Source: an optimization exercise on an open RTL-to-GDS flow (aim: small area, a short achievable clock period and few clock cycles per item). Production flows keep margins and buffers that such runs may drop. The RTL was checked by simulation tests, not by an equivalence proof against the original design.

// sha384
module sha384 (
    input  wire         clk,
    input  wire         rst,            
    input  wire         in_valid,
    output wire         in_ready,
    input  wire [63:0]  in_data,        
    input  wire         in_first,       
    input  wire         in_last,        
    output wire [383:0] digest,         
    output reg          digest_valid
);
Size in the first run: ~9800 cells after synthesis, about 460 I/O pins, roughly 98000 um^2 of cells after synthesis.
clock: 12.0 ns
lec_check: 0
cap_margin: 40
core_margin: 2
core_utilization: 40
slew_margin: 40
synth_memory_max_bits: 16384
standard.sh (not shown) runs the stock make flow with config.mk's settings and CLKGATE_MAP_FILE= SYNTH_SCRIPT=/design/flow/synth_recipe.tcl, a recipe that flattens the netlist after the stock synthesis.
==> flow/flow/run.sh <==
#!/bin/bash
set -euo pipefail
export SETUP_SLACK_MARGIN=${MARGIN:-6.5}
bash standard.sh > layout.log 2>&1
Testbench counts at the start, summed over its fixed seeds: cycles 191,696, blocks 2,396.
Change:
==> flow/flow/run.sh (replaced) <==
#!/bin/bash
set -euo pipefail
export SETUP_SLACK_MARGIN=${MARGIN:-8.5}
bash standard.sh > layout.log 2>&1
What happened: The new run completed without violations; final area climbs by 16%; die area stays the same; wire length is higher by 4.9%; hold slack gains 19 ps.
Change:
==> flow/flow/run.sh (replaced) <==
#!/bin/bash
set -euo pipefail
export SETUP_SLACK_MARGIN=${MARGIN:-6.5}
bash standard.sh > layout.log 2>&1
Settings changed: PLACE_DENSITY set to 0.72.
What happened: Synthesized cell count stays the same; cell area went down by about 14%; worst setup slack loses 6.0 ps; clock skew went down by 9.1 ps; area after synthesis stays the same; global-route usage went down by 1.5 points; sequential share of layout area went up by 4.1 points; via count went down by 3.0%; count of clock-buffer cells in the layout went down by 21.
Change:
==> flow/flow/run.sh (replaced) <==
#!/bin/bash
set -euo pipefail
export SETUP_SLACK_MARGIN=${MARGIN:-6.0}
bash standard.sh > layout.log 2>&1
Settings changed: PLACE_DENSITY 0.72 to not set.
- sequential share of layout area goes up by 0.75 points
- synthesized area does not change
Change:
==> flow/flow/run.sh (replaced) <==
#!/bin/bash
set -euo pipefail
export SETUP_SLACK_MARGIN=${MARGIN:-6.5}
bash standard.sh > layout.log 2>&1
Settings changed: CTS_BUF_LIST set to sky130_fd_sc_hd__clkbuf_8, CTS_CLUSTER_SIZE set to 24.
The new run finished with timing, DRC and antenna clean.
Global-route usage came out lower by 1.1 points.
Cell count came out higher by 2.1%.
Change:
Settings changed: CAP_MARGIN 40 to 20, CTS_BUF_LIST sky130_fd_sc_hd__clkbuf_8 to not set, CTS_CLUSTER_SIZE 24 to not set, SLEW_MARGIN 40 to 20.
After rerunning: Final cell count decreases by 1.3%; synthesized area does not change; count of clock-buffer cells in the layout decreases by 152; synthesized cell count stays the same; sequential cell count stays the same; worst setup slack improves by 63 ps.


## garnet
sha384, a different RTL version from the one above (not shown whole).
Size: roughly 9,900 cells after synthesis, ~2,100 flip-flops, ~0.096 sq mm of cells after synthesis.
==> flow/design.v (excerpt) <==
module sha384 (
    input  wire         clk,
    input  wire         rst,            
    input  wire         in_valid,
    output wire         in_ready,
    input  wire [63:0]  in_data,        
    input  wire         in_first,       
    input  wire         in_last,        
    output wire [383:0] digest,         
    output reg          digest_valid
);
==> flow/config.mk <==
export PLATFORM = sky130hd
export DESIGN_NAME = sha384
export DESIGN_NICKNAME = sha384
export VERILOG_FILES = /design/flow/design.v
export SDC_FILE = /design/flow/constraint.sdc
export NUM_CORES = 8
export LEC_CHECK = 0
export CAP_MARGIN = 40
export CORE_MARGIN = 2
export CORE_UTILIZATION = 40
export SLEW_MARGIN = 40
export SYNTH_MEMORY_MAX_BITS = 16384
==> flow/constraint.sdc <==
create_clock -name core_clock -period 12.0 [get_ports {clk}]
set_input_delay 2.4000 -clock core_clock [delete_from_list [all_inputs] [get_ports {clk}]]
set_output_delay 2.4000 -clock core_clock [all_outputs]
set_load 0.01 [all_outputs]
==> flow/flow/run.sh <==
#!/bin/bash
set -euo pipefail
export SETUP_SLACK_MARGIN=${MARGIN:-6.8}
bash standard.sh > layout.log 2>&1
garnet: done, clean on timing, DRC and antenna
Testbench counts of garnet, summed over its fixed seeds: cycles 191,696, blocks 2,396.
#### Input delta (raven over garnet)
Settings: CORE_UTILIZATION: 40 -> 50.
==> flow/flow/run.sh <==
#!/bin/bash
set -euo pipefail
export SETUP_SLACK_MARGIN=${MARGIN:-6.2}
bash standard.sh > layout.log 2>&1
Notes after the runs:
Compared with garnet, raven shows smallest hold slack lower by 62 ps.
As far as count of buffers inserted at the top-level ports goes, raven and garnet are indistinguishable; the numbers are identical.
garnet ended up with more cell instances than raven did.
Going from garnet to raven, count of fill cells added during filler insertion shrank by more than a quarter.
Per the comparison of raven with garnet, final sequential cell count now sits at about the same level, maximum clock rate went down 4.2 MHz.
What nickel does differently from raven at the input level:
Settings: TNS_END_PERCENT: unset -> 10; CORE_UTILIZATION: 50 -> 40.
==> flow/flow/run.sh <==
#!/bin/bash
set -euo pipefail
export SETUP_SLACK_MARGIN=${MARGIN:-6.5}
bash standard.sh > layout.log 2>&1
==> comparison <==
On nickel: met3 usage in global routing is 2.9 points lower than what raven gave. Taking raven as the reference point, the relative area change from synthesis to final layout of nickel rises by 3.2 points. Summary — design area, nickel relative to raven: higher, by about 2.7%. Re net count of the mapped netlist: no difference whatsoever between nickel and raven.
The inputs of ember differ from those of nickel as listed below.
Settings: TNS_END_PERCENT no longer set, was 10.
==> flow/flow/run.sh <==
#!/bin/bash
set -euo pipefail
export SETUP_SLACK_MARGIN=${MARGIN:-6.2}
bash standard.sh > layout.log 2>&1
==> comparison <==
nickel has a higher wire length on met3 than ember.
Post-route fraction of the period consumed by the critical path came out higher on ember than on nickel.

[re-timing with driven ports]
Ports are ideal in the flow. The routed layouts listed here were re-timed in OpenROAD.
Step 1 assumes that a clkbuf_16 drives the clock port and a buf_2 every other input.
Step 2 moves the port delays by t, midway between the first and last clock arrival at a register: inputs arrive t later, outputs are due t later. That takes back most of the time a late clock gives input paths.
Three values: ideal ports, drivers, drivers and shift; two values: the first two.
run	t, ns	setup slack, ns	worst setup path at the end
the first run of note 1	0.981	6.141 / 6.141 / 6.141	register to register
the second run of note 1	1.004	6.019 / 6.019 / 6.019	register to register
the third run of note 1	0.963	6.013 / 6.013 / 6.013	register to register
the fourth run of note 1	0.998	5.897 / 5.897 / 5.897	register to register
the fifth run of note 1	1.153	6.038 / 6.038 / 6.038	register to register
the sixth run of note 1	0.979	6.101 / 6.101 / 5.905	input to register
garnet	0.979	6.227 / 6.227 / 6.227	register to register
raven	0.984	6.082 / 6.082 / 6.082	register to register
nickel	0.985	6.205 / 6.205 / 6.205	register to register
ember	0.986	6.150 / 6.150 / 6.150	register to register
After both steps every run listed still meets setup and hold. For the sixth run of note 1, which loses most, drivers alone change the setup slack by 0.000 ns; drivers and shift together by -0.196 ns.
